Source: an optimization exercise on an open RTL-to-GDS flow (aim: small area, a short achievable clock period and few clock cycles). Production flows keep margins and buffers that such runs may drop.
At most, simulation tests tie the RTL to the original design; equivalence was not proved.
The RTL of runs 2 and 3 was laid out without a check of its function.
No activity file was given, so power comes from the tool's default toggle rates.

[flow/config.mk]
export PLATFORM = sky130hd
export DESIGN_NAME = weave_agen
export DESIGN_NICKNAME = weave_agen
export VERILOG_FILES = /design/flow/design.v
export SDC_FILE = /design/flow/constraint.sdc
export NUM_CORES = 4
export LEC_CHECK = 0
export CAP_MARGIN = 20
export CORE_MARGIN = 2
export CORE_UTILIZATION = 40
export SLEW_MARGIN = 20
[flow/constraint.sdc]
create_clock -name core_clock -period 22.0 [get_ports {clk}]
set_input_delay 4.4000 -clock core_clock [delete_from_list [all_inputs] [get_ports {clk}]]
set_output_delay 4.4000 -clock core_clock [all_outputs]
set_load 0.01 [all_outputs]
[flow/design.v]
module weave_agen (
    input  wire         clk,
    input  wire         rst,
    input  wire         start,
    input  wire [511:0] prog,
    input  wire [15:0]  m_elems,
    output wire         busy,
    output reg          valid,
    input  wire         ready,
    output reg  [21:0]  idx,
    output reg          last
);
    reg  [6:0]  S;
    reg         flip;           
    reg  [2:0]  L;
    reg  [12:0] n  [0:3];       
    reg  [15:0] t  [0:3];       
    reg  [15:0] M;
    reg         running;
    reg  [6:0]  s;
    reg  [15:0] c  [0:3];
    reg  [21:0] remaining;      
    wire [3:0]  mode = prog[11:8];
    integer l;
    reg  [31:0] pos;
    reg  [21:0] base;
    reg  [6:0]  plane;
    always @(*) begin
        pos = 32'd0;
        for (l = 0; l < 4; l = l + 1)
            if (l < L)
                pos = pos + c[l] * t[l];
        plane = flip ? (S - 7'd1 - s) : s;
        base  = plane * M;
    end
    wire advance = running && (!valid || ready);
    reg  [15:0] c_next [0:3];
    reg         carry;
    always @(*) begin
        carry = 1'b1;
        for (l = 0; l < 4; l = l + 1) begin
            c_next[l] = c[l];
            if (carry && l < L) begin
                if (l == L - 1 || c[l] != {3'd0, n[l]} - 16'd1) begin
                    c_next[l] = c[l] + 16'd1;
                    carry     = 1'b0;
                end else begin
                    c_next[l] = 16'd0;
                end
            end
        end
    end
    assign busy = running || valid;
    always @(posedge clk) begin
        if (rst) begin
            running   <= 1'b0;
            valid     <= 1'b0;
            last      <= 1'b0;
            idx       <= 22'd0;
            s         <= 7'd0;
            remaining <= 22'd0;
            for (l = 0; l < 4; l = l + 1)
                c[l] <= 16'd0;
        end else begin
            if (valid && ready)
                valid <= 1'b0;
            if (start && !busy) begin
                S    <= prog[30:24];
                flip <= prog[12] && (mode == 4'h2 || mode == 4'h3);
                L    <= prog[34:32];
                for (l = 0; l < 4; l = l + 1) begin
                    n[l] <= prog[64 + 64*l +: 13];
                    t[l] <= prog[96 + 64*l +: 16];
                    c[l] <= 16'd0;
                end
                M         <= m_elems;
                s         <= 7'd0;
                remaining <= prog[30:24] * m_elems;
                running   <= 1'b1;
            end else if (advance) begin
                valid     <= 1'b1;
                idx       <= base + pos[21:0];
                last      <= (remaining == 22'd1);
                remaining <= remaining - 22'd1;
                if (remaining == 22'd1)
                    running <= 1'b0;
                if (s == S - 7'd1) begin
                    s <= 7'd0;
                    for (l = 0; l < 4; l = l + 1)
                        c[l] <= c_next[l];
                end else begin
                    s <= s + 7'd1;
                end
            end
        end
    end
endmodule
[flow/run.sh]
#!/bin/bash
# synth_recipe.tcl (not shown) runs the flow's synth.tcl, then flattens the netlist and writes it again
# the make line also repeats each setting of config.mk as NAME=value (left out here)
make -C /OpenROAD-flow-scripts/flow DESIGN_CONFIG=/design/flow/config.mk WORK_HOME=/design/flow/orfs CLKGATE_MAP_FILE= SYNTH_SCRIPT=/design/flow/synth_recipe.tcl finish
==> impl_metrics.toml, run 1 <==
[synthesis]
synth-compound-area-share_pct = 5.89
synth_top_area_share_pct = 35.6
yosys_warnings = 5
synth_top_area_cell = "fa_1"
synth_fa_ha_area_share_pct = 45.3
syn_area_per_cell_um2 = 8.93
syn_area_um2 = 46200
synth_top_family_by_area = "adder cells"
synth-edff-count = 143
synthXorXnorAreaFrac_pct = 6.33
synthSimpleGateAreaFrac_pct = 17.6
ys_top_cells_by_area = "fa_1 36%, ha_1 9.7%, edfxtp_1 9.3%"
synth-main-ff-cell = "edfxtp_1"
syn-num-nets = 6879
synth.distinct_cells = 78
ys_ff_latch = 261
synth_seq_area_share_pct = 14.4
synth_cells = 5168
synth.area.mux_share_pct = 0.463
ys_async_sr_fraction_pct = 0

[clock_network]
root_buffer = "clkbuf_16"
clk_pin_slew_worst_paths_ps = 70
cts_hold_buf = 0
cts_resized = 0
cts_sinks = 261
cts_buffer_depth = 3
insertion_delay_ps = 610
cts_tree = "yes"
cts_buffers = 35
post_cts_buffers = 0
cts_htree_levels = 2

[final_layout]
multiInputGateArea_um2 = 34900
fillers = 11200
layout_common_cells = "1003 x inv_1, 866 x nand2_1, 822 x fa_1"
drive_above_1_share_pct = 2.39
final_common_cell = "inv_1"
final-seq-area_um2 = 6660
fin_nets = 6909
fin_util_pct = 44.1
syn2layout_area_growth_pct = 9.13
final_area_um2 = 50400

[sta]
fin_ws_ps = 1620
setup_viol = 0
clock_skew_ps = 36.0
drv_slew = 0
fmax_mhz = 49.1
tightest_slew_ps = 1100
period_minus_slack_ps = 20380
rsz0062_at_grt = "false"
tns_ps = 0
hold_viol = 0
relSlewSlack_pct = 26.2
period_share_pct = 92.6

[grt]
grt_pass1_wl_mm = 192
antenna_found_initial = 2
groute.usage.overall_pct = 20.4
grt_pass1_vias = 35700
overflow = 0
grt_max_degree = 64

[setup_path]
worstSetupStartpointType = "register"
crit_path_frequent_cell = "fa_1"
cp_slowest_cell = "dfxtp_1"
crit_fanout = 23
critical-path-max-stage-delay_ps = 970
crit_path_end_kind = "register"
crit_type = "register to register"
cp_data_arrival_time_ps = 20910
required_ps = 22530

[placed_design]
globalplace.congestion = 0.863
pre_cts_slack_ps = 1630
port_buffers = 174
placed_cell_area_um2 = 49300
hpwl_mm = 92.2

[pwr]
power.density_nw_per_um2 = 37.3
ir_drop_v = 0.0000566
p_leak_nw = 21.7

[detailed_routing]
first_pass_iters = 5
wl_per_cell_um = 17.4
drt_iter0_markers = 1869
post-route-drc-count = 0
ant_nets = 0
avgViaCountPerCell = 5.04
wirelength_mm = 117
vias = 33900

[floorplan]
boundaryPins = 557
die_w_um = 344
core_region_area_um2 = 114000
initial_utilization_pct = 40.4
die_h_um = 344
floorplan.rows = 124
die_area_um2 = 118000

[min_path]
hold_path_class = "register to register"

[flow_run]
drv.max_cap_violation_count = 0

[outcome]
status = "timing/DRC/antenna clean"
[sequential cells by signal, summed over array words and instances (netlist names)]
register,count
L,3
t,64
remaining,22
n,52
last,1
running,1
idx,22
c,64
valid,1
S,7
s,7
M,16
flip,1
[synthesized netlist by cell type (all sizes together), types with 64 or more instances]
| cell | number |
|---|---|
| ha | 357 |
| and2 | 330 |
| xor2 | 110 |
| xnor2 | 216 |
| clkbuf | 210 |
| o21ai | 95 |
| a21oi | 131 |
| edfxtp | 143 |
| nor2b | 64 |
| fa | 822 |
| dfxtp | 118 |
| nand2 | 866 |
| nor2 | 199 |
| inv | 1003 |
[critical path: cells and delay by family (launching register included)]
family / cells / cell delay, ps
buffers and inverters: 9 / 470
DFF: 1 / 970
AOI/OAI and AO/OA: 17 / 4480
adders and majority gates: 26 / 11430
xor gates and xnor gates: 3 / 770
and+or+nand+nor: 13 / 2150
[layer usage]
metal	track usage, %	vias to the layer above	part of all wire [%]
li1	-	15900	-
met1	28.4	17100	46
met2	33.8	837	47
met3	2.41	147	5.0
met4	5.37	2	2.4
met5	0	-	0.011
[logic make-up after synthesis]
kind of cell    Yosys count
fa+ha+maj              1179
mux                      20
compound gates          428
simple gates           1721
xor+xnor                329
flops                   261
buf+inv                1230
[report_power, final]
| part | total, mW | leakage (nW) | switching, mW | internal [mW] |
|---|---|---|---|---|
| Sequential | 0.606 | 2.28 | 0.0527 | 0.553 |
| Combinational | 0.724 | 18.9 | 0.402 | 0.322 |
| Clock | 0.547 | 0.518 | 0.241 | 0.306 |
| Total | 1.88 | 21.7 | 0.695 | 1.18 |
[stage by stage]
| stage | total power, mW | instances | hold WS [ps] |
|---|---|---|---|
| after global routing | 2.03 | 6736 | 488 |
| after detailed placement | 1.34 | 6673 | 447 |
| after floorplan | 1.12 | 5168 | 460 |
| after CTS | 1.91 | 6736 | 463 |
| after global placement | 1.33 | 6672 | 439 |
| final | 1.88 | 6737 | 457 |
[cell type report]
class / instances / area share [%]
multi-input combinational: 3677 / 69.3
timing repair buffer: 219 / 4.13
antenna: 1 / 0.00497
tap: 1512 / 3.76
inverter: 1004 / 7.48
clock inverter: 21 / 0.328
clock buffer: 42 / 1.79
sequential: 261 / 13.2
[path summary, 6_finish.rpt]
kind                   startpoint                    to  slack (ps)  depth (start not counted)
max          c[0][5]$_SDFFE_PP0P_  idx[21]$_SDFFE_PP0P_        1620                         68
min          idx[11]$_SDFFE_PP0P_  idx[11]$_SDFFE_PP0P_         460                          2
max reg2reg  c[0][5]$_SDFFE_PP0P_  idx[21]$_SDFFE_PP0P_        1620                         68
min reg2reg  idx[11]$_SDFFE_PP0P_  idx[11]$_SDFFE_PP0P_         460                          2
Testbench counts, summed over its fixed seeds: cycles 1,133,950.
==> run 2, diff against run 1 <==
==> flow/design.v (replaced) <==
module weave_agen (
    input  wire         clk,
    input  wire         rst,
    input  wire         start,
    input  wire [511:0] prog,
    input  wire [15:0]  m_elems,
    output wire         busy,
    output reg          valid,
    input  wire         ready,
    output reg  [21:0]  idx,
    output reg          last
);
    reg  [6:0]  S;
    reg  [15:0] M;
    reg  [2:0]  act;            
    reg  [11:0] nrl [0:2];      
    reg  [15:0] R   [0:3];      
    reg  [3:0]  f;              
    reg         run;
    reg         bsy;            
    reg         mul;            
    reg  [2:0]  mcnt;
    reg  [21:0] Q;
    reg  [6:0]  sc;             
    reg         wr;             
    reg         fin;            
    reg  [15:0] pos;            
    reg  [11:0] cnt [0:2];      
    integer l;
    assign busy = bsy;
    wire [2:0] w;
    assign w[0] = act[0] && cnt[0] == 12'd1;
    assign w[1] = act[1] && cnt[1] == 12'd1;
    assign w[2] = act[2] && cnt[2] == 12'd1;
    wire [1:0] k = !w[0] ? 2'd0 : !w[1] ? 2'd1 : !w[2] ? 2'd2 : 2'd3;
    wire       known = (k == 2'd0) || f[k];
    wire [15:0] Rk = R[k];
    wire [15:0] psum = Rk + (known ? pos : ~pos) + {15'd0, !known};
    reg         flp;
    wire        mbit = sc[6];
    wire        mlast = (mcnt == 3'd0);
    wire        step = run && !mul && !(valid && (!ready || last));
    wire        wrap = !valid || wr;        
    reg  [21:0] a, b;
    reg         cin;
    always @(*) begin
        if (mul) begin
            a = {Q[20:0], 1'b0};
            if (!mlast) begin
                b = mbit ? {6'd0, M} : 22'd0;
                cin = 1'b0;
            end else begin
                b = mbit ? 22'd0 : ~{6'd0, M};
                cin = !mbit;
            end
        end else if (wrap) begin
            a = Q;
            b = {6'd0, pos};
            cin = 1'b0;
        end else begin
            a = idx;
            b = flp ? ~{6'd0, M} : {6'd0, M};
            cin = flp;
        end
    end
    wire [21:0] sum = a + b + {21'd0, cin};
    wire pos_end = (pos == M - 16'd1);
    always @(posedge clk) begin
        if (rst) begin
            run   <= 1'b0;
            mul   <= 1'b0;
            valid <= 1'b0;
        end else if (!run) begin
            valid <= 1'b0;
            if (start) begin
                run  <= 1'b1;
                mul  <= prog[12];
            end
        end else begin
            if (valid && ready && last) begin
                valid <= 1'b0;
                run   <= 1'b0;
            end else if (step) begin
                valid <= 1'b1;
            end
            if (mul && mlast)
                mul <= 1'b0;
        end
    end
    always @(posedge clk) begin
        if (rst)
            bsy <= 1'b0;
        else if (!bsy)
            bsy <= start;
        else if (valid && ready && last)
            bsy <= 1'b0;
    end
    always @(posedge clk) begin
        if (!run) begin
            S    <= prog[30:24];
            flp  <= prog[12];
            M    <= m_elems;
            act  <= {prog[34], prog[34] | (prog[33] & prog[32]), prog[34] | prog[33]};
            for (l = 0; l < 3; l = l + 1) begin
                nrl[l] <= prog[64 + 64*l +: 12];
                cnt[l] <= prog[64 + 64*l +: 12];
            end
            for (l = 0; l < 4; l = l + 1)
                R[l] <= prog[96 + 64*l +: 16];
            f    <= 4'd0;
            pos  <= 16'd0;
            Q    <= 22'd0;
            mcnt <= 3'd6;
            sc   <= prog[30:24];
        end else if (mul) begin
            Q    <= sum;
            mcnt <= mcnt - 3'd1;
            sc   <= {sc[5:0], 1'b0};
        end else if (step) begin
            idx <= sum;
            if (wrap) begin
                sc   <= S;
                wr   <= (S == 7'd1);
                fin  <= pos_end;
                last <= (S == 7'd1) && pos_end;
                pos <= known ? psum : Rk;
                for (l = 1; l < 4; l = l + 1)
                    if (!known && l == k) begin
                        R[l] <= psum;
                        f[l] <= 1'b1;
                    end
                for (l = 0; l < 3; l = l + 1)
                    if (l < k)
                        cnt[l] <= nrl[l];
                    else if (l == k)
                        cnt[l] <= cnt[l] - 12'd1;
            end else begin
                sc   <= sc - 7'd1;
                wr   <= (sc == 7'd2);
                last <= (sc == 7'd2) && fin;
            end
        end
    end
endmodule
==> run 2 against run 1 <==
  * Synthesized area shrank 70%
  * Clock power shrank 14%
  * Register-to-register slack gained 15000 ps
  * Still clean
  * Synthesized cell count shrank 72%
  * Setup slack gained 14000 ps
  * Highest routed layer is now met4
  * Sequential share of layout area grew 27 points
==> impl_metrics.toml, run 2 <==
[placed_design]
globalplace.congestion = 0.861
pre_cts_slack_ps = 14670
placed_cell_area_um2 = 16000
hpwl_mm = 23.7
port_buffers = 155
dp.cells = 1965

[sta]
period_minus_slack_ps = 6730
setup_viol = 0
clock_skew_ps = 19.5
relSlewSlack_pct = 32.0
tns_ps = 0
fmax_mhz = 149
holdWs_ps = 464
fin_ws_ps = 15270
hold_viol = 0
rsz0062_at_grt = "false"
tightest_slew_ps = 1020
period_share_pct = 30.6
drv_slew = 0

[floorplan]
initial_utilization_pct = 40.7
die_h_um = 192
boundaryPins = 557
floorplan.rows = 68
die_area_um2 = 36700
core_region_area_um2 = 34500
die_w_um = 192

[final_layout]
syn2layout_area_growth_pct = 20.6
fin_nets = 2121
multiInputGateArea_um2 = 6690
largest_reg_flops = 64
drive_above_1_share_pct = 7.55
final_area_um2 = 17000
final-seq-area_um2 = 6820
final_cells = 2018
layout_common_cells = "195 x edfxtp_1, 155 x clkdlybuf4s50_1, 141 x nand2_1"
final_common_cell = "edfxtp_1"
top_register = "R"
fillers = 3273
fin_util_pct = 49.1
top_regs = "R (64), cnt (36), nrl (36)"
insertedDiodeCount = 0

[min_path]
hold_path_class = "register to register"
whs_path_depth = 2

[setup_path]
crit_path_frequent_cell = "buf_4"
crit_chain = "clkdlybuf4s50_1 -> a21oi_1 -> nor2_4 -> nand2_1 -> buf_4 -> o41ai_2 -> buf_4"
crit_fanout = 37
worstSetupStartpointType = "input pin"
crit_buf_inv = 3
crit_type = "input pin to register"
required_ps = 22260
crit_family = "buffers and inverters"
crit_path_end_kind = "register"
reg2reg_depth = 16
critical-path-max-stage-delay_ps = 680
cp_slowest_cell = "nor2_4"
cp.depth = 7
cp_data_arrival_time_ps = 6990

[clock_network]
root_buffer = "clkbuf_16"
cts_buffer_depth = 3
post_cts_buffers = 0
clk_pin_slew_worst_paths_ps = 60
cts_buffers = 29
cts_sinks = 243
cts_htree_levels = 1
cts_hold_buf = 0
cts_tree = "yes"
insertion_delay_ps = 570
cts_resized = 0

[pwr]
power.density_nw_per_um2 = 79.3
ir_drop_v = 0.0000682
power_mw = 1.34
seqPwrFrac_pct = 45.0
pwr-share-comb_pct = 20.3
clockPowerShare_pct = 34.8
cellInternalPower_uw = 967
net-switching-power_uw = 377
power.share.switching_pct = 28.1
p_leak_nw = 6.51

[synthesis]
synth_top_area_share_pct = 41.6
yosysMostFrequentCell = "edfxtp_1"
syn-num-nets = 2005
synth-main-ff-cell = "edfxtp_1"
syn_area_per_cell_um2 = 9.87
syn_area_um2 = 14100
synth-edff-count = 195
synth_top_area_cell = "edfxtp_1"
ys_top_cells_by_area = "edfxtp_1 42%, dfxtp_1 6.8%, xnor2_1 6.0%"
synth.distinct_cells = 69
yosys_warnings = 4
synthTopCellsByCount = "195 x edfxtp_1, 141 x nand2_1, 127 x nor2_1"
ys_ff_latch = 243
ys_async_sr_fraction_pct = 0
synth_seq_area_share_pct = 48.5
synth_cells = 1425

[grt]
grt_pass1_vias = 10200
grt_max_degree = 83
grt_pass1_wl_mm = 54.1
groute.usage.overall_pct = 18.5
overflow = 0
antenna_found_initial = 0

[detailed_routing]
wl_per_cell_um = 16.8
wirelength_mm = 34.0
drt_iter0_markers = 559
ant_nets = 0
first_pass_iters = 5
vias = 10600
post-route-drc-count = 0
avgViaCountPerCell = 5.28

[flow_run]
drv.max_cap_violation_count = 0

[outcome]
status = "timing/DRC/antenna clean"
run 2: changes by cell type after synthesis, moves of 120 or more:
cell | previous run | this run
inv_1 | 1003 | 71
fa_1 | 822 | 3
nand2_1 | 866 | 141
and2_1 | 328 | 5
ha_1 | 357 | 45
clkbuf_1 | 210 | 76
xnor2_1 | 216 | 96
run 2: cell type report:
type / count / share of cell area [%]
repair buffers: 171 / 9.86
inverters: 71 / 1.59
well taps: 455 / 3.36
flip-flops and latches: 243 / 40.2
multi-input cells: 1025 / 39.5
clock inverters: 15 / 0.834
clock buffers: 38 / 4.66
run 2: logic make-up after synthesis:
| kind of cell | Yosys count | share of synthesized area (%) |
|---|---|---|
| compound gates | 352 | 15.1 |
| xor+xnor | 121 | 7.54 |
| simple gates | 425 | 14.4 |
| flops | 243 | 48.5 |
| mux | 79 | 5.91 |
| buf+inv | 157 | 4.19 |
| fa+ha+maj | 48 | 4.43 |
run 2: power groups by stage:
stage | clock [mW] | sequential, mW | combinational (mW)
finish | 0.468 | 0.604 | 0.272
global route | 0.495 | 0.612 | 0.304
CTS | 0.481 | 0.605 | 0.274
detailed placement | 0 | 0.614 | 0.272
global placement | 0 | 0.612 | 0.268
floorplan | 0 | 0.596 | 0.197
run 2: worst min-delay path: cells and delay by family, from the launching register on:
kind / cells / cell delay [ps]
simple gates: 2 / 120
flops: 1 / 320
run 2: metal layers:
layer	track usage, %	vias up	wire length [um]
met1	25.7	4967	15700
met2	30.6	257	15900
met5	0	-	0
met4	4.88	0	801
met3	2.20	43	1610
li1	-	5378	-
run 2: path summary, 6_finish.rpt:
check                                         start                 end  slack (ps)
worst max register to register  cnt[2][2]$_DFFE_PP_  R[1][14]$_DFFE_PP_       16880
worst min register to register    f[3]$_SDFFE_PN0P_   f[3]$_SDFFE_PN0P_         460
worst max-delay path                          ready   R[1][1]$_DFFE_PP_       15270
worst min-delay path              f[3]$_SDFFE_PN0P_   f[3]$_SDFFE_PN0P_         460
==> run 3, diff against run 2 <==
==> flow/flow/run.sh (new file) <==
#!/bin/bash
set -euo pipefail
export BUFFER_PORTS_ARGS="-buffer_cell sky130_fd_sc_hd__buf_1"
bash standard.sh > standard_flow.log 2>&1
==> flow/standard.sh (new file) <==
#!/bin/bash
# synth_recipe.tcl (not shown) runs the flow's synth.tcl, then flattens the netlist and writes it again
# the make line also repeats each setting of config.mk as NAME=value (left out here)
make -C /OpenROAD-flow-scripts/flow DESIGN_CONFIG=/design/flow/config.mk WORK_HOME=/design/flow/orfs CLKGATE_MAP_FILE= SYNTH_SCRIPT=/design/flow/synth_recipe.tcl "${@:-finish}"
removed: flow/run.sh
==> run 3 against run 2 <==
  * Still clean
  * Design area down 5.8%
  * Setup slack improved by 440 ps
  * Clock power is 4% lower
  * Global-route usage hardly changed
  * Fmax rose by 7.0%
  * Die area stayed put
  * Routed wire length about the same
  * Total power shrank 2.7%
  * Non-clock buffer count rose by 2
  * Synthesized cell count is the same
  * First-iteration DRC count is 2.3% higher
  * Largest cell class unchanged
  * Largest power group unchanged
==> impl_metrics.toml, run 3 <==
[outcome]
status = "timing/DRC/antenna clean"

[grt]
grt_pass1_wl_mm = 54.5
antenna_found_initial = 2
overflow = 0
groute.usage.overall_pct = 18.6
grt_pass1_vias = 10200
grt_max_degree = 91

[sta]
tns_ps = 0
relSlewSlack_pct = 32.1
fin_ws_ps = 15710
rsz0062_at_grt = "false"
fmax_mhz = 159
period_share_pct = 28.6
tightest_slew_ps = 1020
holdWs_ps = 468
hold_viol = 0
period_minus_slack_ps = 6290
drv_slew = 0
setup_viol = 0
clock_skew_ps = 12.7

[clock_network]
cts_sinks = 243
root_buffer = "clkbuf_16"
insertion_delay_ps = 560
cts_resized = 0
post_cts_buffers = 0
cts_htree_levels = 1
clk_pin_slew_worst_paths_ps = 60
cts_buffer_depth = 3
cts_tree = "yes"
cts_hold_buf = 0
cts_buffers = 29

[final_layout]
fillers = 3353
layout_common_cells = "195 x edfxtp_1, 155 x buf_1, 141 x nand2_1"
final_common_cell = "edfxtp_1"
final-seq-area_um2 = 6820
fin_nets = 2123
multiInputGateArea_um2 = 6690
top_register = "R"
top_regs = "R (64), cnt (36), nrl (36)"
syn2layout_area_growth_pct = 13.5
largest_reg_flops = 64
final_area_um2 = 16000
drive_above_1_share_pct = 7.48
final_cells = 2022
fin_util_pct = 46.2

[synthesis]
synth.distinct_cells = 69
synth_seq_area_share_pct = 48.5
synthTopCellsByCount = "195 x edfxtp_1, 141 x nand2_1, 127 x nor2_1"
ys_async_sr_fraction_pct = 0
synth_top_area_share_pct = 41.6
synth-main-ff-cell = "edfxtp_1"
syn-num-nets = 2005
synth-edff-count = 195
yosys_warnings = 4
ys_ff_latch = 243
synth_cells = 1425
ys_top_cells_by_area = "edfxtp_1 42%, dfxtp_1 6.8%, xnor2_1 6.0%"
yosysMostFrequentCell = "edfxtp_1"
synth_top_area_cell = "edfxtp_1"
syn_area_um2 = 14100
syn_area_per_cell_um2 = 9.87

[setup_path]
crit_type = "input pin to register"
crit_chain = "buf_1 -> a21oi_1 -> nor2_4 -> nand2_1 -> buf_4 -> o41ai_2 -> buf_4"
crit_buf_inv = 3
crit_family = "buffers and inverters"
cp_data_arrival_time_ps = 6530
critical-path-max-stage-delay_ps = 680
crit_fanout = 37
crit_path_frequent_cell = "buf_4"
cp_slowest_cell = "nor2_4"
worstSetupStartpointType = "input pin"
required_ps = 22240
crit_path_end_kind = "register"

[detailed_routing]
wl_per_cell_um = 16.8
first_pass_iters = 5
avgViaCountPerCell = 5.29
wirelength_mm = 34.0
post-route-drc-count = 0
drt_iter0_markers = 572
vias = 10700
ant_nets = 0

[pwr]
p_leak_nw = 6.08
seqPwrFrac_pct = 46.1
power.share.switching_pct = 28.8
pwr-share-comb_pct = 19.4
net-switching-power_uw = 377
clockPowerShare_pct = 34.5
power_mw = 1.31
ir_drop_v = 0.0000630
power.density_nw_per_um2 = 81.9
cellInternalPower_uw = 932

[flow_run]
drv.max_cap_violation_count = 0

[floorplan]
initial_utilization_pct = 40.7
die_w_um = 192
die_area_um2 = 36700
core_region_area_um2 = 34500
floorplan.rows = 68
boundaryPins = 557
die_h_um = 192

[min_path]
hold_path_class = "register to register"

[placed_design]
placed_cell_area_um2 = 15100
hpwl_mm = 23.8
port_buffers = 155
globalplace.congestion = 0.846
pre_cts_slack_ps = 15070
dp.cells = 1967
run 3: final timing paths:
kind,slack (ps),endpoint,cells past startpoint,from
worst max register to register,16860,R[3][14]$_DFFE_PP_,18,cnt[2][1]$_DFFE_PP_
worst min-delay path,470,bsy$_SDFF_PP0_,1,bsy$_SDFF_PP0_
worst max-delay path,15710,R[1][1]$_DFFE_PP_,7,ready
worst min register to register,470,bsy$_SDFF_PP0_,1,bsy$_SDFF_PP0_
run 3: cell type report:
class                   instances  share of cell area, %
multi-input cells            1025                   41.9
well taps                     455                   3.57
clock buffers                  39                   4.91
inverters                      71                   1.68
diodes                          2                 0.0313
repair buffers                173                   4.49
clock inverters                14                  0.674
flip-flops and latches        243                   42.7
run 3: layer usage:
layer	track usage (%)	share of wire, %	wire length, um
met2	31.0	47	16100
met3	2.37	4.6	1560
met5	0	0	0
met1	25.6	46	15700
met4	4.35	1.9	635
run 3: kinds of logic (layout without fill, tap and decap cells):
family | Yosys count | in the layout | share of synthesized area, %
multiplexers | 79 | 79 | 5.91
other | 0 | 2 | 0
AO/OA/AOI/OAI | 352 | 352 | 15.1
adder cells (fa/ha/maj) | 48 | 48 | 4.43
XOR/XNOR | 121 | 121 | 7.54
AND/OR/NAND/NOR | 425 | 425 | 14.4
buffers and inverters | 157 | 297 | 4.19
flip-flops | 243 | 243 | 48.5
run 3: power by group through the flow:
stage          clock network [mW]  logic, mW  registers (mW)
6_report                    0.451      0.254           0.603
5_1_grt                     0.480      0.286           0.610
4_1_cts                     0.466      0.255           0.603
3_5_place_dp                    0      0.254           0.612
3_3_place_gp                    0      0.248           0.611
2_1_floorplan                   0      0.197           0.596
==> run 4, diff against run 3 <==
--- a/flow/design.v
+++ b/flow/design.v
@@ -19,3 +19,2 @@
     reg         run;
-    reg         bsy;            
     reg         mul;            
@@ -29,3 +28,3 @@
     integer l;
-    assign busy = bsy;
+    assign busy = run;
     wire [2:0] w;
@@ -39,4 +38,4 @@
     reg         flp;
-    wire        mbit = sc[6];
-    wire        mlast = (mcnt == 3'd0);
+    wire [5:0]  sm1 = S[5:0] - 6'd1;
+    wire        mbit = sm1[mcnt];
     wire        step = run && !mul && !(valid && (!ready || last));
@@ -48,9 +47,4 @@
             a = {Q[20:0], 1'b0};
-            if (!mlast) begin
-                b = mbit ? {6'd0, M} : 22'd0;
-                cin = 1'b0;
-            end else begin
-                b = mbit ? 22'd0 : ~{6'd0, M};
-                cin = !mbit;
-            end
+            b = mbit ? {6'd0, M} : 22'd0;
+            cin = 1'b0;
         end else if (wrap) begin
@@ -85,13 +79,5 @@
             end
-            if (mul && mlast)
+            if (mul && mcnt == 3'd0)
                 mul <= 1'b0;
         end
-    end
-    always @(posedge clk) begin
-        if (rst)
-            bsy <= 1'b0;
-        else if (!bsy)
-            bsy <= start;
-        else if (valid && ready && last)
-            bsy <= 1'b0;
     end
@@ -112,4 +98,3 @@
             Q    <= 22'd0;
-            mcnt <= 3'd6;
-            sc   <= prog[30:24];
+            mcnt <= 3'd5;
         end else if (mul) begin
@@ -117,3 +102,2 @@
             mcnt <= mcnt - 3'd1;
-            sc   <= {sc[5:0], 1'b0};
         end else if (step) begin
==> flow/run.sh (new file) <==
#!/bin/bash
# synth_recipe.tcl (not shown) runs the flow's synth.tcl, then flattens the netlist and writes it again
# the make line also repeats each setting of config.mk as NAME=value (left out here)
make -C /OpenROAD-flow-scripts/flow DESIGN_CONFIG=/design/flow/config.mk WORK_HOME=/design/flow/orfs CLKGATE_MAP_FILE= SYNTH_SCRIPT=/design/flow/synth_recipe.tcl finish
removed: flow/flow/run.sh
removed: flow/standard.sh
==> run 4 against run 3 <==
  * Global-route usage down 0.38 points
  * First-iteration DRC count rose by 9.4%
  * Non-clock buffer count shrank 2
  * Critical path depth down 6
  * Clock skew rose by 7.0 ps
  * Utilization up 3.0 points
  * Still clean on timing, DRC and antenna
==> impl_metrics.toml, run 4 <==
[clock_network]
cts_resized = 0
root_buffer = "clkbuf_16"
post_cts_buffers = 0
cts_htree_levels = 1
clk_pin_slew_worst_paths_ps = 60
cts_buffers = 30
cts_hold_buf = 0
cts_sinks = 242
cts_tree = "yes"
cts_buffer_depth = 3
insertion_delay_ps = 550

[setup_path]
required_ps = 17600
reg2reg_setup_slack_ps = 16360
critical-path-max-stage-delay_ps = 810
crit_family = "flip-flops"
cp.depth = 1
cp_slowest_cell = "dfxtp_4"
reg2reg_depth = 21
worstSetupStartpointType = "register"
r2r_end = "idx[19]$_DFFE_PP_"
worstReg2RegStart = "S[2]$_DFFE_PN_"
cp_data_arrival_time_ps = 2030
crit_chain = "clkdlybuf4s50_1"
crit_type = "register to output port"
crit_buf_inv = 1
crit_path_end_kind = "output port"
crit_fanout = 55

[sta]
tightest_slew_ps = 951
hold_viol = 0
relSlewSlack_pct = 36.6
rsz0062_at_grt = "false"
period_minus_slack_ps = 6430
fmax_mhz = 156
clock_skew_ps = 19.7
setup_viol = 0
holdWs_ps = 481
drv_slew = 0
tns_ps = 0
period_share_pct = 29.2

[synthesis]
yosys_warnings = 4
syn_area_per_cell_um2 = 10.1
synth_cells = 1358
synth.distinct_cells = 74
synth-edff-count = 195
syn-num-nets = 1940
ys_ff_latch = 242
synthTopCellsByCount = "195 x edfxtp_1, 143 x nand2_1, 143 x o21ai_0"
synth_seq_area_share_pct = 49.8
synth_top_area_cell = "edfxtp_1"
ys_async_sr_fraction_pct = 0
ys_top_cells_by_area = "edfxtp_1 43%, dfxtp_1 6.9%, o21ai_0 5.2%"
syn_area_um2 = 13700
synth-main-ff-cell = "edfxtp_1"
yosysMostFrequentCell = "edfxtp_1"
synth_top_area_share_pct = 42.9

[final_layout]
largest_reg_flops = 64
final_common_cell = "edfxtp_1"
final_cells = 1962
syn2layout_area_growth_pct = 21.2
multiInputGateArea_um2 = 6320
fin_nets = 2074
insertedDiodeCount = 0
layout_common_cells = "195 x edfxtp_1, 155 x clkdlybuf4s50_1, 143 x nand2_1, 143 x o21ai_0, 133 x nor2_1"
final-seq-area_um2 = 6800
top_register = "R"
fin_util_pct = 49.2
drive_above_1_share_pct = 7.20
fillers = 3097
top_regs = "R (64), cnt (36), nrl (36)"

[flow_run]
drv.max_cap_violation_count = 0

[pwr]
power.density_nw_per_um2 = 79.5
p_leak_nw = 6.37
power_mw = 1.32
ir_drop_v = 0.0000701

[min_path]
min_from = "f[2]$_SDFFE_PN0P_"
min_to = "f[2]$_SDFFE_PN0P_"
hold_path_class = "register to register"
whs_path_depth = 2

[floorplan]
initial_utilization_pct = 40.6
floorplan.rows = 67
core_region_area_um2 = 33600
die_w_um = 189
die_h_um = 189
die_area_um2 = 35600
boundaryPins = 557

[detailed_routing]
avgViaCountPerCell = 5.18
vias = 10200
wirelength_mm = 32.8
ant_nets = 0
first_pass_iters = 5
wl_per_cell_um = 16.7
drt_iter0_markers = 626
post-route-drc-count = 0

[placed_design]
dp.cells = 1908
port_buffers = 155
hpwl_mm = 22.8
globalplace.congestion = 0.813

[grt]
antenna_found_initial = 0
grt_pass1_wl_mm = 52.2
use_met2_pct = 32.3
gr-usage-met3_pct = 2.22
gr-max-usage-layer = "met2"
groute.usage.overall_pct = 18.2
grt_pass1_vias = 9962
use_met1_pct = 23.5
grt_max_degree = 73
overflow = 0

[outcome]
status = "timing/DRC/antenna clean"
[run 4: cell types whose count changed in the layout (fill, tap and decap cells not counted), moves of 9 or more]
cell / change
o21ai_0: +27
mux2i_1: +15
nand3_1: -12
xnor2_1: -20
a21oi_1: -25
buf_1: -155
or3_1: -12
a31oi_1: -9
clkdlybuf4s50_1: +155
a211oi_1: -13
[run 4: power breakdown]
group	internal, mW	total (mW)	switching [mW]
clock network	0.274	0.463	0.190
registers	0.557	0.598	0.0403
logic	0.121	0.255	0.134
total	0.952	1.32	0.364
[run 4: worst max-delay path by stage]
stage | startpoint | slack, ps | to
2_1_floorplan | ready | 12300 | R[1][0]$_DFFE_PP_
3_3_place_gp | ready | 15100 | R[2][1]$_DFFE_PP_
3_5_place_dp | ready | 15100 | R[2][1]$_DFFE_PP_
4_1_cts | run$_SDFF_PP0_ | 15520 | busy
5_1_grt | run$_SDFF_PP0_ | 15450 | busy
6_report | run$_SDFF_PP0_ | 15570 | busy
[run 4: cell type report]
| class | count | area share (%) |
|---|---|---|
| Multi-Input combinational cell | 976 | 38.2 |
| Inverter | 71 | 1.63 |
| Timing Repair Buffer | 171 | 10.1 |
| Tap cell | 448 | 3.39 |
| Clock inverter | 15 | 0.612 |
| Sequential cell | 242 | 41.1 |
| Clock buffer | 39 | 4.99 |
[run 4: metrics by stage]
step | worst slack (ps) | instance area, um2
global placement | 15100 | 15600
global route | 15450 | 16600
detailed placement | 15100 | 15600
CTS | 15520 | 16600
finish | 15570 | 16600
floorplan | 12300 | 13700
[run 4: kinds of logic after synthesis]
group / share of synthesized area [%]
AO/OA/AOI/OAI: 14.4
XOR/XNOR: 6.86
adder cells (fa/ha/maj): 4.75
buffers and inverters: 4.15
flip-flops: 49.8
multiplexers: 6.69
AND/OR/NAND/NOR: 13.4
[run 4: worst reg2reg max path: stages (launching register included)]
cell,delay (ps)
edfxtp_1,460
or3_1,430
nor3_1,180
xnor2_1,160
nand2_1,70
o2111a_1,140
o21ai_0,290
o31ai_2,120
buf_4,220
nand2_1,80
o21ai_0,110
fa_1,450
a21o_1,170
a21oi_1,260
o21ai_0,200
a2111oi_0,690
nor3b_1,230
o2111ai_1,310
a31oi_1,170
a21o_1,280
a21oi_1,250
xnor2_1,110
[run 4: metal layers]
metal,vias to the layer above,share of wire [%],routed length [um]
met5,-,0,0
met4,0,1.8,602
met3,38,2.8,912
met2,143,50,16300
met1,4819,46,15000
li1,5162,-,-
Testbench counts of run 4, summed over its fixed seeds: cycles 1,135,492.
==> run 5, diff against run 4 <==
--- a/flow/design.v
+++ b/flow/design.v
@@ -14,2 +14,3 @@
     reg  [15:0] M;
+    reg         flp;            
     reg  [2:0]  act;            
@@ -18,3 +19,4 @@
     reg  [3:0]  f;              
-    reg         run;
+    reg         bsy;            
+    reg         run;            
     reg         mul;            
@@ -27,4 +29,7 @@
     reg  [11:0] cnt [0:2];      
+    reg  [21:0] sidx;
+    reg         slast;
+    reg         sfull;
     integer l;
-    assign busy = run;
+    assign busy = bsy;
     wire [2:0] w;
@@ -37,7 +42,4 @@
     wire [15:0] psum = Rk + (known ? pos : ~pos) + {15'd0, !known};
-    reg         flp;
-    wire [5:0]  sm1 = S[5:0] - 6'd1;
-    wire        mbit = sm1[mcnt];
-    wire        step = run && !mul && !(valid && (!ready || last));
-    wire        wrap = !valid || wr;        
+    wire        mbit = sc[6];
+    wire        mlast = (mcnt == 3'd0);
     reg  [21:0] a, b;
@@ -47,5 +49,10 @@
             a = {Q[20:0], 1'b0};
-            b = mbit ? {6'd0, M} : 22'd0;
-            cin = 1'b0;
-        end else if (wrap) begin
+            if (!mlast) begin
+                b = mbit ? {6'd0, M} : 22'd0;
+                cin = 1'b0;
+            end else begin
+                b = mbit ? 22'd0 : ~{6'd0, M};
+                cin = !mbit;
+            end
+        end else if (wr) begin
             a = Q;
@@ -61,22 +68,52 @@
     wire pos_end = (pos == M - 16'd1);
+    wire gl = wr ? (S == 7'd1) && pos_end : (sc == 7'd2) && fin;
+    wire fire = run && !mul && !sfull;
     always @(posedge clk) begin
         if (rst) begin
-            run   <= 1'b0;
-            mul   <= 1'b0;
+            bsy <= 1'b0;
+            run <= 1'b0;
+            mul <= 1'b0;
+        end else begin
+            if (!bsy) begin
+                if (start) begin
+                    bsy <= 1'b1;
+                    run <= 1'b1;
+                    mul <= prog[12];
+                end
+            end else if (valid && ready && last) begin
+                bsy <= 1'b0;
+            end
+            if (fire && gl)
+                run <= 1'b0;
+            if (mul && mlast)
+                mul <= 1'b0;
+        end
+    end
+    always @(posedge clk) begin
+        if (rst) begin
             valid <= 1'b0;
-        end else if (!run) begin
-            valid <= 1'b0;
-            if (start) begin
-                run  <= 1'b1;
-                mul  <= prog[12];
+            sfull <= 1'b0;
+        end else if (!valid || ready) begin
+            if (sfull) begin
+                valid <= 1'b1;
+                sfull <= 1'b0;
+            end else begin
+                valid <= fire;
             end
-        end else begin
-            if (valid && ready && last) begin
-                valid <= 1'b0;
-                run   <= 1'b0;
-            end else if (step) begin
-                valid <= 1'b1;
+        end else if (fire) begin
+            sfull <= 1'b1;
+        end
+    end
+    always @(posedge clk) begin
+        if (!valid || ready) begin
+            if (sfull) begin
+                idx  <= sidx;
+                last <= slast;
+            end else if (fire) begin
+                idx  <= sum;
+                last <= gl;
             end
-            if (mul && mcnt == 3'd0)
-                mul <= 1'b0;
+        end else if (fire) begin
+            sidx  <= sum;
+            slast <= gl;
         end
@@ -98,3 +135,5 @@
             Q    <= 22'd0;
-            mcnt <= 3'd5;
+            mcnt <= 3'd6;
+            sc   <= prog[30:24];
+            wr   <= 1'b1;
         end else if (mul) begin
@@ -102,5 +141,5 @@
             mcnt <= mcnt - 3'd1;
-        end else if (step) begin
-            idx <= sum;
-            if (wrap) begin
+            sc   <= {sc[5:0], 1'b0};
+        end else if (fire) begin
+            if (wr) begin
                 sc   <= S;
@@ -108,3 +147,2 @@
                 fin  <= pos_end;
-                last <= (S == 7'd1) && pos_end;
                 pos <= known ? psum : Rk;
@@ -123,3 +161,2 @@
                 wr   <= (sc == 7'd2);
-                last <= (sc == 7'd2) && fin;
             end
==> flow/flow/run.sh (new file) <==
#!/bin/bash
set -euo pipefail
export BUFFER_PORTS_ARGS="-buffer_cell sky130_fd_sc_hd__buf_1"
bash standard.sh > standard_flow.log 2>&1
==> flow/standard.sh (new file) <==
#!/bin/bash
# synth_recipe.tcl (not shown) runs the flow's synth.tcl, then flattens the netlist and writes it again
# the make line also repeats each setting of config.mk as NAME=value (left out here)
make -C /OpenROAD-flow-scripts/flow DESIGN_CONFIG=/design/flow/config.mk WORK_HOME=/design/flow/orfs CLKGATE_MAP_FILE= SYNTH_SCRIPT=/design/flow/synth_recipe.tcl "${@:-finish}"
removed: flow/run.sh
==> run 5 against run 4 <==
  * Highest routed layer unchanged
  * Clock-buffer cell count increased by 3
  * Combinational power rose by 3%
  * Register-to-register slack gained 50 ps
  * Sequential share of layout area is 3.0 points higher
  * Clock power rose by 15%
==> impl_metrics.toml, run 5 <==
[outcome]
status = "timing/DRC/antenna clean"

[synthesis]
synth-main-ff-cell = "edfxtp_1"
syn_area_per_cell_um2 = 10.1
synth-edff-count = 217
synth_top_area_share_pct = 43.5
yosysMostFrequentCell = "edfxtp_1"
ys_top_cells_by_area = "edfxtp_1 44%, dfxtp_1 6.7%, o21ai_0 4.8%"
synth_cells = 1478
synth_top_area_cell = "edfxtp_1"
yosys_warnings = 4
synth.distinct_cells = 69
syn-num-nets = 2058
ys_ff_latch = 267
synth_seq_area_share_pct = 50.2
ys_async_sr_fraction_pct = 0
synthTopCellsByCount = "217 x edfxtp_1, 143 x nor2_1, 143 x o21ai_0"
syn_area_um2 = 15000

[final_layout]
largest_reg_flops = 64
layout_common_cells = "217 x edfxtp_1, 155 x buf_1, 142 x o21ai_0, 142 x nor2_1, 131 x nand2_1"
final_cells = 2096
fin_util_pct = 46.5
drive_above_1_share_pct = 8.12
multiInputGateArea_um2 = 6880
fillers = 3451
final-seq-area_um2 = 7530
fin_nets = 2182
final_common_cell = "edfxtp_1"
top_regs = "R (64), cnt (36), nrl (36)"
syn2layout_area_growth_pct = 13.9
top_register = "R"

[sta]
relSlewSlack_pct = 37.5
rsz0062_at_grt = "false"
setup_viol = 0
tns_ps = 0
tightest_slew_ps = 938
period_share_pct = 25.4
drv_slew = 0
hold_viol = 0
period_minus_slack_ps = 5590
holdWs_ps = 468
fmax_mhz = 179
fin_ws_ps = 16410
clock_skew_ps = 22.4

[floorplan]
floorplan.rows = 70
die_area_um2 = 39000
core_region_area_um2 = 36700
die_w_um = 197
boundaryPins = 557
die_h_um = 197
initial_utilization_pct = 40.8

[setup_path]
crit_type = "register to register"
crit_family = "compound AO/OA/AOI/OAI gates"
worstSetupStartpointType = "register"
crit_buf_inv = 2
crit_chain = "nor4_1 -> nand4_1 -> buf_4 -> a221o_1 -> a21oi_4 -> buf_4 -> xor2_1 -> fa_1 -> a21o_1 -> a21oi_1 -> o21bai_1 -> a21o_1 -> a21oi_1 -> o21ai_0 -> a21oi_1 -> o21bai_1 -> a2111o_1 -> nand4b_1 -> nand3_1"
crit_fanout = 42
critical-path-max-stage-delay_ps = 560
crit_path_end_kind = "register"
cp_data_arrival_time_ps = 5860
cp_slowest_cell = "nor4_1"
required_ps = 22260
crit_path_frequent_cell = "a21oi_1"

[detailed_routing]
drt_iter0_markers = 682
post-route-drc-count = 0
wl_per_cell_um = 17.2
wirelength_mm = 36.1
vias = 11000
first_pass_iters = 6
ant_nets = 0
avgViaCountPerCell = 5.25

[clock_network]
root_buffer = "clkbuf_16"
cts_htree_levels = 2
cts_buffer_depth = 3
insertion_delay_ps = 520
post_cts_buffers = 0
cts_resized = 0
cts_buffers = 34
clk_pin_slew_worst_paths_ps = 60
cts_sinks = 267
cts_hold_buf = 0
cts_tree = "yes"

[pwr]
clockPowerShare_pct = 36.6
net-switching-power_uw = 406
cellInternalPower_mw = 1.04
ir_drop_v = 0.0000435
pwr-share-comb_pct = 18.1
seqPwrFrac_pct = 45.3
p_leak_nw = 6.49
power.share.switching_pct = 28.0
power.density_nw_per_um2 = 85.0

[placed_design]
globalplace.congestion = 0.815
pre_cts_slack_ps = 16390
hpwl_mm = 24.9
port_buffers = 155
dp.cells = 2033

[grt]
overflow = 0
grt_pass1_vias = 10800
grt_max_degree = 74
grt_pass1_wl_mm = 57.0
antenna_found_initial = 1
groute.usage.overall_pct = 18.5

[min_path]
hold_path_class = "register to register"

[flow_run]
drv.max_cap_violation_count = 0
## run 5: cell types whose count changed in the layout (fill, tap and decap cells not counted), moves of 11 or more
cell	change
mux2_2	+21
or3_1	+11
nand3_1	+24
buf_1	+155
xor2_1	+15
nand2_1	-12
clkdlybuf4s50_1	-155
edfxtp_1	+22
## run 5: through the flow
stage,instance area (um2),power (mW)
after global placement,16000,0.923
after floorplan,15000,0.855
after global routing,17100,1.53
final,17100,1.45
after CTS,17000,1.47
after detailed placement,16000,0.931
## run 5: layer usage
layer | vias up | wire length, um | global-route usage [%]
met5 | - | 0 | 0
met4 | 0 | 874 | 6.15
met3 | 53 | 1510 | 2.95
met2 | 212 | 16800 | 30.5
met1 | 5177 | 16900 | 24.9
li1 | 5557 | - | -
## run 5: cell type report
type | instances | share of cell area, %
sequential | 267 | 44.1
clock inverter | 18 | 0.814
clock buffer | 42 | 5.35
timing repair buffer | 176 | 4.36
multi-input combinational | 1053 | 40.3
tap | 468 | 3.43
antenna | 2 | 0.0293
inverter | 70 | 1.56
## run 5: final timing paths
check                 startpoint                  to  slack (ps)  depth (start not counted)
max          cnt[2][7]$_DFFE_PP_  R[1][14]$_DFFE_PP_       16410                         19
min            f[3]$_SDFFE_PN0P_   f[3]$_SDFFE_PN0P_         470                          2
max reg2reg  cnt[2][7]$_DFFE_PP_  R[1][14]$_DFFE_PP_       16410                         19
min reg2reg    f[3]$_SDFFE_PN0P_   f[3]$_SDFFE_PN0P_         470                          2
## run 5: cells by family after synthesis
kind of cell | count (synthesis) | synth area share, %
fa+ha+maj | 48 | 4.16
mux | 117 | 8.21
xor+xnor | 120 | 7.02
simple gates | 433 | 13.2
compound gates | 335 | 13.2
buf+inv | 158 | 3.98
flops | 267 | 50.2
## run 5: tightest hold or removal path, stage by stage, from the launching register on
cell     delay, ps
dfxtp_1        320
a21oi_1         40
nor2_1          70
## run 5: power groups by stage
stage | Combinational (mW) | Sequential, mW | Clock, mW
floorplan | 0.204 | 0.651 | 0
global placement | 0.257 | 0.666 | 0
detailed placement | 0.263 | 0.667 | 0
CTS | 0.265 | 0.657 | 0.546
global route | 0.297 | 0.663 | 0.565
finish | 0.263 | 0.657 | 0.531
Testbench counts of run 5, summed over its fixed seeds: cycles 1,135,749.
==> run 6, diff against run 5 <==
--- a/flow/config.mk
+++ b/flow/config.mk
@@ -10,2 +10,5 @@
 export CORE_UTILIZATION = 40
+export CTS_BUF_LIST = sky130_fd_sc_hd__clkbuf_16
+export CTS_CLUSTER_DIAMETER = 100
+export CTS_CLUSTER_SIZE = 25
 export SLEW_MARGIN = 20
==> run 6 against run 5 <==
  * Clock power is 44% lower
  * Non-clock buffer count stayed put
  * Worst hold slack better by 7.3 ps
  * Synthesized area stayed put
  * Flip-flop and latch count stayed put
  * Critical path type unchanged
  * Still clean
  * Synthesized cell count stayed put
  * Setup slack better by 23 ps
  * Routed wire length is 1.5% lower
  * First-iteration DRC count is 12% lower
  * Clock skew is 7.3 ps lower
  * Combinational power hardly changed
  * Design area is 3.6% lower
==> impl_metrics.toml, run 6 <==
[placed_design]
port_buffers = 155
globalplace.congestion = 0.815
hpwl_mm = 24.9

[grt]
groute.usage.overall_pct = 18.1
grt_max_degree = 74
grt_pass1_vias = 10600
overflow = 0
grt_pass1_wl_mm = 56.2
antenna_found_initial = 1

[sta]
period_minus_slack_ps = 5570
hold_viol = 0
clock_skew_ps = 15.1
relSlewSlack_pct = 36.6
setup_viol = 0
tightest_slew_ps = 951
drv_slew = 0
rsz0062_at_grt = "false"
period_share_pct = 25.3
tns_ps = 0
fmax_mhz = 180

[synthesis]
synth.distinct_cells = 69
synth_top_area_share_pct = 43.5
synth-main-ff-cell = "edfxtp_1"
syn_area_um2 = 15000
ys_top_cells_by_area = "edfxtp_1 44%, dfxtp_1 6.7%, o21ai_0 4.8%"
synth_seq_area_share_pct = 50.2
ys_async_sr_fraction_pct = 0
ys_ff_latch = 267
synth_cells = 1478
yosysMostFrequentCell = "edfxtp_1"
synthTopCellsByCount = "217 x edfxtp_1, 143 x nor2_1, 143 x o21ai_0"
syn-num-nets = 2058
yosys_warnings = 4
synth_top_area_cell = "edfxtp_1"
synth-edff-count = 217
syn_area_per_cell_um2 = 10.1

[outcome]
status = "timing/DRC/antenna clean"

[final_layout]
fin_nets = 2163
layout_common_cells = "217 x edfxtp_1, 155 x buf_1, 142 x o21ai_0, 142 x nor2_1, 131 x nand2_1"
top_register = "R"
fin_util_pct = 44.8
final-seq-area_um2 = 7530
drive_above_1_share_pct = 6.73
multiInputGateArea_um2 = 6880
fillers = 3503
syn2layout_area_growth_pct = 9.81
final_common_cell = "edfxtp_1"
largest_reg_flops = 64
top_regs = "R (64), cnt (36), nrl (36)"

[setup_path]
worstReg2RegStart = "mul$_SDFFE_PP0P_"
required_ps = 22240
crit_fanout = 70
crit_path_end_kind = "register"
worstSetupStartpointType = "register"
crit_type = "register to register"
startpoint = "mul$_SDFFE_PP0P_"
cp_data_arrival_time_ps = 5810

[clock_network]
cts_buffer_depth = 3
clk_pin_slew_worst_paths_ps = 100
root_buffer = "clkbuf_16"
cts_hold_buf = 0
post_cts_buffers = 0
cts_htree_levels = 1
cts_buffers = 15
insertion_delay_ps = 500
cts_tree = "yes"
cts_sinks = 267
cts_resized = 0

[pwr]
power.density_nw_per_um2 = 74.0
ir_drop_v = 0.0000369
p_leak_nw = 6.21

[detailed_routing]
post-route-drc-count = 0
drt_iter0_markers = 601
first_pass_iters = 8
wirelength_mm = 35.6
vias = 10800
ant_nets = 0
avgViaCountPerCell = 5.26
wl_per_cell_um = 17.3

[min_path]
min_from = "f[3]$_SDFFE_PN0P_"
hold_path_class = "register to register"

[floorplan]
die_h_um = 197
initial_utilization_pct = 40.8
die_area_um2 = 39000
boundaryPins = 557
core_region_area_um2 = 36700
die_w_um = 197
floorplan.rows = 70

[flow_run]
drv.max_cap_violation_count = 0
## run 6: cell counts after synthesis
Identical to the previous run, type by type.
## run 6: worst max-delay path, stage by stage (launching register included)
cell,delay [ps]
dfxtp_4,730
buf_4,690
nor2_1,110
a22oi_1,270
inv_1,230
fa_1,490
inv_1,80
fa_1,200
nor2b_1,60
o21ai_0,250
a21boi_0,200
o21ai_0,310
a31oi_1,220
a41oi_1,340
a21oi_1,160
a211o_1,320
o31ai_1,240
xor2_1,280
o21ai_0,110
## run 6: per-stage QoR
stage               power [mW]  hold slack [ps]  worst slack (ps)  instances  instance area [um2]
floorplan                0.855              429             16160       1478                15000
global placement         0.923              444             16420       2033                16000
detailed placement       0.931              454             16390       2033                16000
CTS                       1.23              480             16360       2058                16400
global route              1.29              501             15840       2060                16400
finish                    1.22              475             16430       2061                16400
## run 6: power breakdown
group          switching (mW)  internal (mW)
Clock                   0.172          0.129
Combinational           0.150          0.112
Sequential             0.0409          0.614
## run 6: layout make-up
type | instances | area share (%)
Inverter | 70 | 1.61
Sequential cell | 267 | 45.8
Clock inverter | 10 | 0.365
Clock buffer | 15 | 2.28
Multi-Input combinational cell | 1053 | 41.9
Timing Repair Buffer | 176 | 4.52
Antenna cell | 2 | 0.0304
Tap cell | 468 | 3.56
## run 6: metal layers
metal | vias to the layer above | global-route usage (%) | share of wire, %
met5 | - | 0 | 0
met1 | 5134 | 24.9 | 48
met3 | 41 | 2.12 | 3.6
met4 | 0 | 4.26 | 1.6
li1 | 5498 | - | -
met2 | 166 | 30.3 | 47
## run 6: logic make-up after synthesis
family	count (synthesis)	share of synthesized area [%]
AO/OA/AOI/OAI	335	13.2
AND/OR/NAND/NOR	433	13.2
adder cells (fa/ha/maj)	48	4.16
multiplexers	117	8.21
XOR/XNOR	120	7.02
buffers and inverters	158	3.98
flip-flops	267	50.2
## run 6: path summary, 6_finish.rpt
| check | end | slack [ps] | depth (start not counted) |
|---|---|---|---|
| worst max-delay path | idx[20]$_DFFE_PP_ | 16430 | 18 |
| worst min-delay path | f[3]$_SDFFE_PN0P_ | 470 | 2 |
| worst max register to register | idx[20]$_DFFE_PP_ | 16430 | 18 |
| worst min register to register | f[3]$_SDFFE_PN0P_ | 470 | 2 |
==> run 7, diff against run 6 <==
--- a/flow/design.v
+++ b/flow/design.v
@@ -21,2 +21,3 @@
     reg         run;            
+    reg         ini;            
     reg         mul;            
@@ -39,5 +40,5 @@
     wire [1:0] k = !w[0] ? 2'd0 : !w[1] ? 2'd1 : !w[2] ? 2'd2 : 2'd3;
-    wire       known = (k == 2'd0) || f[k];
+    wire       known = f[k];
     wire [15:0] Rk = R[k];
-    wire [15:0] psum = Rk + (known ? pos : ~pos) + {15'd0, !known};
+    wire [15:0] psum = Rk + pos;
     wire        mbit = sc[6];
@@ -69,3 +70,5 @@
     wire gl = wr ? (S == 7'd1) && pos_end : (sc == 7'd2) && fin;
-    wire fire = run && !mul && !sfull;
+    wire gen  = run && !ini && !mul && !sfull;
+    wire learn = gen && wr && !known;
+    wire fire = gen && !(wr && !known);
     always @(posedge clk) begin
@@ -74,2 +77,3 @@
             run <= 1'b0;
+            ini <= 1'b0;
             mul <= 1'b0;
@@ -80,3 +84,3 @@
                     run <= 1'b1;
-                    mul <= prog[12];
+                    ini <= 1'b1;
                 end
@@ -87,2 +91,6 @@
                 run <= 1'b0;
+            if (ini) begin
+                ini <= 1'b0;
+                mul <= flp;
+            end
             if (mul && mlast)
@@ -126,8 +134,6 @@
             act  <= {prog[34], prog[34] | (prog[33] & prog[32]), prog[34] | prog[33]};
-            for (l = 0; l < 3; l = l + 1) begin
+            for (l = 0; l < 3; l = l + 1)
                 nrl[l] <= prog[64 + 64*l +: 12];
-                cnt[l] <= prog[64 + 64*l +: 12];
-            end
             for (l = 0; l < 4; l = l + 1)
-                R[l] <= prog[96 + 64*l +: 16];
+                R[l] <= ~prog[96 + 64*l +: 16];
             f    <= 4'd0;
@@ -136,4 +142,7 @@
             mcnt <= 3'd6;
-            sc   <= prog[30:24];
             wr   <= 1'b1;
+        end else if (ini) begin
+            for (l = 0; l < 3; l = l + 1)
+                cnt[l] <= nrl[l];
+            sc   <= S;
         end else if (mul) begin
@@ -142,2 +151,8 @@
             sc   <= {sc[5:0], 1'b0};
+        end else if (learn) begin
+            for (l = 0; l < 4; l = l + 1)
+                if (l == k) begin
+                    R[l] <= ~psum;
+                    f[l] <= 1'b1;
+                end
         end else if (fire) begin
@@ -147,8 +162,3 @@
                 fin  <= pos_end;
-                pos <= known ? psum : Rk;
-                for (l = 1; l < 4; l = l + 1)
-                    if (!known && l == k) begin
-                        R[l] <= psum;
-                        f[l] <= 1'b1;
-                    end
+                pos <= psum;
                 for (l = 0; l < 3; l = l + 1)
==> run 7 against run 6 <==
  * Sequential power shrank 7.8%
  * Register-to-register slack gained 440 ps
  * Sequential share of layout area grew 1.2 points
  * Largest power group unchanged
  * Critical path depth shrank 17
  * Highest routed layer unchanged
  * Die area shrank 2.0%
  * Clock skew grew 5.7 ps
  * Synthesized area shrank 2.1%
  * Critical endpoint is now valid
  * Setup slack lost 8.1 ps
  * Clock-buffer cell count is the same
  * Synthesized cell count shrank 2.7%
  * Flip-flop and latch count grew 2
  * Utilization shrank 0.52 points
==> impl_metrics.toml, run 7 <==
[outcome]
status = "timing/DRC/antenna clean"

[setup_path]
reg2reg_setup_slack_ps = 16870
crit_fanout = 4
crit_path_end_kind = "output port"
crit_type = "register to output port"
crit_buf_inv = 1
r2r_end = "R[0][15]$_DFFE_PP_"
cp_slowest_cell = "dfxtp_1"
cp_data_arrival_time_ps = 1180
crit_chain = "buf_1"
required_ps = 17600
critical-path-max-stage-delay_ps = 480
worstSetupStartpointType = "register"
reg2reg_depth = 14
cp.depth = 1
crit_family = "flip-flops"
worstReg2RegStart = "cnt[0][6]$_DFFE_PP_"
startpoint = "valid$_SDFFE_PP0P_"

[placed_design]
globalplace.congestion = 0.890
placed_cell_area_um2 = 15600
port_buffers = 155
hpwl_mm = 26.4

[synthesis]
synth.distinct_cells = 73
synth_cells = 1438
syn-num-nets = 2023
syn_area_um2 = 14700
ys_async_sr_fraction_pct = 0
synth_top_area_share_pct = 44.4
syn_area_per_cell_um2 = 10.2
synthTopCellsByCount = "217 x edfxtp_1, 180 x nand2_1, 140 x a21oi_1"
synth_seq_area_share_pct = 51.5
synth_top_area_cell = "edfxtp_1"
ys_top_cells_by_area = "edfxtp_1 44%, dfxtp_1 7.1%, a21oi_1 4.8%"
yosys_warnings = 4
ys_ff_latch = 269
yosysMostFrequentCell = "edfxtp_1"
synth-edff-count = 217
synth-main-ff-cell = "edfxtp_1"

[floorplan]
initial_utilization_pct = 40.3
die_area_um2 = 38200
core_region_area_um2 = 36300
boundaryPins = 557
die_w_um = 195
floorplan.rows = 70
die_h_um = 195

[final_layout]
top_register = "R"
fillers = 3496
largest_reg_flops = 64
fin_nets = 2129
top_regs = "R (64), cnt (36), nrl (36)"
final_area_um2 = 16100
drive_above_1_share_pct = 5.80
final_common_cell = "edfxtp_1"
fin_util_pct = 44.3
layout_common_cells = "217 x edfxtp_1, 180 x nand2_1, 155 x buf_1"
syn2layout_area_growth_pct = 9.79

[grt]
overflow = 0
groute.usage.overall_pct = 19.1
grt_pass1_vias = 10400
antenna_found_initial = 2
grt_max_degree = 84
grt_pass1_wl_mm = 57.5

[clock_network]
post_cts_buffers = 0
root_buffer = "clkbuf_16"
cts_htree_levels = 1
cts_tree = "yes"
cts_hold_buf = 0
cts_sinks = 269
cts_resized = 0
cts_buffers = 15
cts_buffer_depth = 3
clk_pin_slew_worst_paths_ps = 90
insertion_delay_ps = 520

[detailed_routing]
post-route-drc-count = 0
ant_nets = 0
wl_per_cell_um = 18.4
first_pass_iters = 9
vias = 11000
avgViaCountPerCell = 5.42
drt_iter0_markers = 749
wirelength_mm = 37.3

[sta]
tns_ps = 0
relSlewSlack_pct = 28.6
hold_viol = 0
holdWs_ps = 475
rsz0062_at_grt = "false"
period_minus_slack_ps = 5580
period_share_pct = 25.3
drv_slew = 0
clock_skew_ps = 20.8
fmax_mhz = 179
setup_viol = 0
tightest_slew_ps = 1070

[pwr]
p_leak_nw = 5.89
ir_drop_v = 0.0000568
power_mw = 1.05
power.density_nw_per_um2 = 65.0

[min_path]
whs_path_depth = 2
hold_path_class = "register to register"
min_to = "Q[6]$_SDFFE_PN0P_"
min_from = "Q[6]$_SDFFE_PN0P_"

[flow_run]
drv.max_cap_violation_count = 0
run 7: cell types whose count changed after synthesis, sizes merged, moves of 18 or more:
| cell | previous run | this run |
|---|---|---|
| a21oi | 83 | 140 |
| inv | 70 | 47 |
| mux2 | 46 | 15 |
| nand2 | 131 | 180 |
| nand3 | 49 | 26 |
| nor2 | 143 | 102 |
| xor2 | 46 | 28 |
run 7: cell families after synthesis:
logic type / count (synthesis) / share of synthesized area (%)
buffers and inverters: 130 / 3.71
AOI/OAI and AO/OA: 380 / 15.1
xor gates and xnor gates: 99 / 5.97
muxes: 69 / 4.84
and+or+nand+nor: 438 / 14.2
adders and majority gates: 53 / 4.68
DFF: 269 / 51.5
run 7: power breakdown:
group | switching [mW] | internal [mW] | total (mW)
clock | 0.175 | 0.141 | 0.316
sequential | 0.0177 | 0.587 | 0.604
combinational | 0.0782 | 0.0467 | 0.125
run 7: worst max-delay path by stage:
stage | to | slack [ps]
after detailed placement | idx[19]$_DFFE_PP_ | 16140
after CTS | valid | 16410
after global routing | valid | 16390
final | valid | 16420
after floorplan | idx[0]$_DFFE_PP_ | 16000
after global placement | idx[21]$_DFFE_PP_ | 16160
run 7: per-layer routing:
layer | up-vias | share of wire (%) | track usage [%]
met5 | - | 0 | 0
met4 | 0 | 3.0 | 6.02
met3 | 48 | 3.8 | 2.06
met2 | 244 | 47 | 32.1
met1 | 5251 | 46 | 26.0
li1 | 5412 | - | -
run 7: area by class of cell:
cell class / instances / area [um2] / share of cell area (%)
antenna: 2 / 5.00 / 0.0311
clock buffer: 15 / 375 / 2.33
clock inverter: 11 / 93.8 / 0.583
inverter: 47 / 179 / 1.11
multi-input combinational: 1039 / 6590 / 40.9
sequential: 269 / 7560 / 47.0
tap: 468 / 586 / 3.64
timing repair buffer: 172 / 709 / 4.41
run 7: metrics by stage:
stage | setup slack, ps | instances
3_5_place_dp | 16140 | 1995
2_1_floorplan | 16000 | 1438
4_1_cts | 16410 | 2021
3_3_place_gp | 16160 | 1995
6_report | 16420 | 2023
5_1_grt | 16390 | 2023
Testbench counts of run 7, summed over its fixed seeds: cycles 1,141,731.
==> run 8, diff against run 7 <==
--- a/flow/design.v
+++ b/flow/design.v
@@ -13,3 +13,3 @@
     reg  [6:0]  S;
-    reg  [15:0] M;
+    reg  [15:0] M;              
     reg         flp;            
@@ -48,3 +48,7 @@
     always @(*) begin
-        if (mul) begin
+        if (ini) begin
+            a = Q;
+            b = ~{6'd0, M};
+            cin = 1'b1;
+        end else if (mul) begin
             a = {Q[20:0], 1'b0};
@@ -52,6 +56,6 @@
                 b = mbit ? {6'd0, M} : 22'd0;
-                cin = 1'b0;
+                cin = mbit;
             end else begin
                 b = mbit ? 22'd0 : ~{6'd0, M};
-                cin = !mbit;
+                cin = 1'b0;
             end
@@ -64,3 +68,3 @@
             b = flp ? ~{6'd0, M} : {6'd0, M};
-            cin = flp;
+            cin = !flp;
         end
@@ -68,3 +72,3 @@
     wire [21:0] sum = a + b + {21'd0, cin};
-    wire pos_end = (pos == M - 16'd1);
+    wire pos_end = (pos == M);
     wire gl = wr ? (S == 7'd1) && pos_end : (sc == 7'd2) && fin;
@@ -144,2 +148,3 @@
         end else if (ini) begin
+            M    <= ~sum[15:0];
             for (l = 0; l < 3; l = l + 1)
==> run 8 against run 7 <==
  * Utilization increased by 0.83 points
  * Clock-buffer cell count is 1 higher
  * Critical endpoint is now idx[0]
  * Non-clock buffer count increased by 3
  * Synthesized cell count down 7.0%
  * Fmax is 0.41% lower
  * Via count fell by 2.2%
  * Combinational power increased by 47%
  * Design area down 2.7%
==> impl_metrics.toml, run 8 <==
[setup_path]
crit_path_end_kind = "output port"
crit_type = "register to output port"
reg2reg_depth = 12
required_ps = 17600
cp_data_arrival_time_ps = 1200
cp_slowest_cell = "edfxtp_1"
crit_chain = "buf_1"
startpoint = "idx[0]$_DFFE_PP_"
cp.depth = 1
worstSetupStartpointType = "register"
r2r_end = "M[14]$_DFFE_PN_"
crit_family = "flip-flops"
crit_end = "idx[0]"
reg2reg_setup_slack_ps = 16730

[outcome]
status = "timing/DRC/antenna clean"

[detailed_routing]
wl_per_cell_um = 19.2
ant_nets = 0
vias = 10700
wirelength_mm = 36.9
avgViaCountPerCell = 5.57
first_pass_iters = 6

[final_layout]
drive_above_1_share_pct = 6.74
fin_nets = 2044
top_register = "R"
layout_common_cells = "217 x edfxtp_1, 155 x nand2_1, 155 x buf_1"
largest_reg_flops = 64
top_regs = "R (64), cnt (36), nrl (36)"
final_common_cell = "edfxtp_1"
syn2layout_area_growth_pct = 10.4

[sta]
tns_ps = 0
period_minus_slack_ps = 5600
relSlewSlack_pct = 31.7
hold_viol = 0
clock_skew_ps = 25.9
tightest_slew_ps = 1020

[floorplan]
die_w_um = 192
initial_utilization_pct = 40.9
boundaryPins = 557
die_h_um = 192
floorplan.rows = 68
die_area_um2 = 37000

[synthesis]
ys_top_cells_by_area = "edfxtp_1 46%, dfxtp_1 7.3%, a21oi_1 5.0%"
synth_top_area_share_pct = 45.9
synth-main-ff-cell = "edfxtp_1"
synth_top_area_cell = "edfxtp_1"
syn-num-nets = 1921
ys_async_sr_fraction_pct = 0
syn_area_um2 = 14200
synth-edff-count = 217
yosys_warnings = 4

[clock_network]
cts_buffers = 14
post_cts_buffers = 0
clk_pin_slew_worst_paths_ps = 110
cts_htree_levels = 1
cts_tree = "yes"
insertion_delay_ps = 510
cts_sinks = 269
cts_hold_buf = 0

[placed_design]
pre_cts_slack_ps = 16470
port_buffers = 155
hpwl_mm = 25.9
globalplace.congestion = 0.863

[flow_run]
drv.max_cap_violation_count = 0

[grt]
grt_pass1_vias = 10400
overflow = 0
use_met1_pct = 25.7
grt_max_degree = 81
use_met2_pct = 33.5
groute.usage.overall_pct = 19.6

[pwr]
power.density_nw_per_um2 = 69.7

[min_path]
min_from = "mcnt[0]$_SDFFE_PN0P_"
## run 8: cell count changes after synthesis, moves of 19 or more
cell / previous run / this run
o21ai_1: 33 / 1
a2bb2oi_1: 0 / 25
nand2_1: 180 / 155
o22ai_1: 2 / 26
o21ai_0: 99 / 77
a211oi_1: 25 / 5
xnor2_1: 70 / 51
## run 8: cell type report
type | count | area, um2
fillers | 3334 | 19100
flip-flops and latches | 269 | 7560
multi-input cells | 965 | 6240
repair buffers | 175 | 732
well taps | 455 | 569
clock buffers | 16 | 400
inverters | 36 | 138
clock inverters | 7 | 26.3
diodes | 1 | 2.50
## run 8: worst min path at each step
| stage | to | slack [ps] | cells past startpoint |
|---|---|---|---|
| 2_1_floorplan | mcnt[0]$_SDFFE_PN0P_ | 430 | 2 |
| 3_3_place_gp | mcnt[0]$_SDFFE_PN0P_ | 440 | 2 |
| 3_5_place_dp | mcnt[0]$_SDFFE_PN0P_ | 450 | 2 |
| 4_1_cts | mcnt[0]$_SDFFE_PN0P_ | 460 | 2 |
| 5_1_grt | mcnt[0]$_SDFFE_PN0P_ | 490 | 2 |
| 6_report | mcnt[0]$_SDFFE_PN0P_ | 450 | 2 |
## run 8: power breakdown
group | total, mW | switching, mW | leakage, nW | internal [mW]
Combinational | 0.184 | 0.113 | 2.93 | 0.0713
Sequential | 0.613 | 0.0178 | 2.52 | 0.595
Clock | 0.295 | 0.163 | 0.234 | 0.132
## run 8: metal layers
metal  vias up  part of all wire (%)
met1      5147                    43
met2       279                    49
met4         0                   3.2
met3        53                   4.5
li1       5233                     -
met5         -                     0
## run 8: cells by family (layout without fill, tap and decap cells)
logic type / after synthesis / in the layout / share of synthesized area [%]
compound gates: 390 / 390 / 17.6
xor+xnor: 70 / 70 / 4.32
fa+ha+maj: 51 / 51 / 4.66
buf+inv: 104 / 234 / 2.89
flops: 269 / 269 / 53.3
mux: 55 / 55 / 4.02
other cells: 0 / 1 / 0
simple gates: 399 / 399 / 13.3
## run 8: through the flow
stage	power, mW	std cells	area, um2	hold WS, ps	utilization, %
finish	1.09	1924	15700	454	45.1
global route	1.14	1924	15700	488	45.1
CTS	1.10	1923	15700	459	45.1
detailed placement	0.808	1900	15200	445	43.9
global placement	0.803	1900	15200	438	43.9
floorplan	0.749	1338	14200	432	-
Testbench counts of run 8, summed over its fixed seeds: cycles 1,141,731.
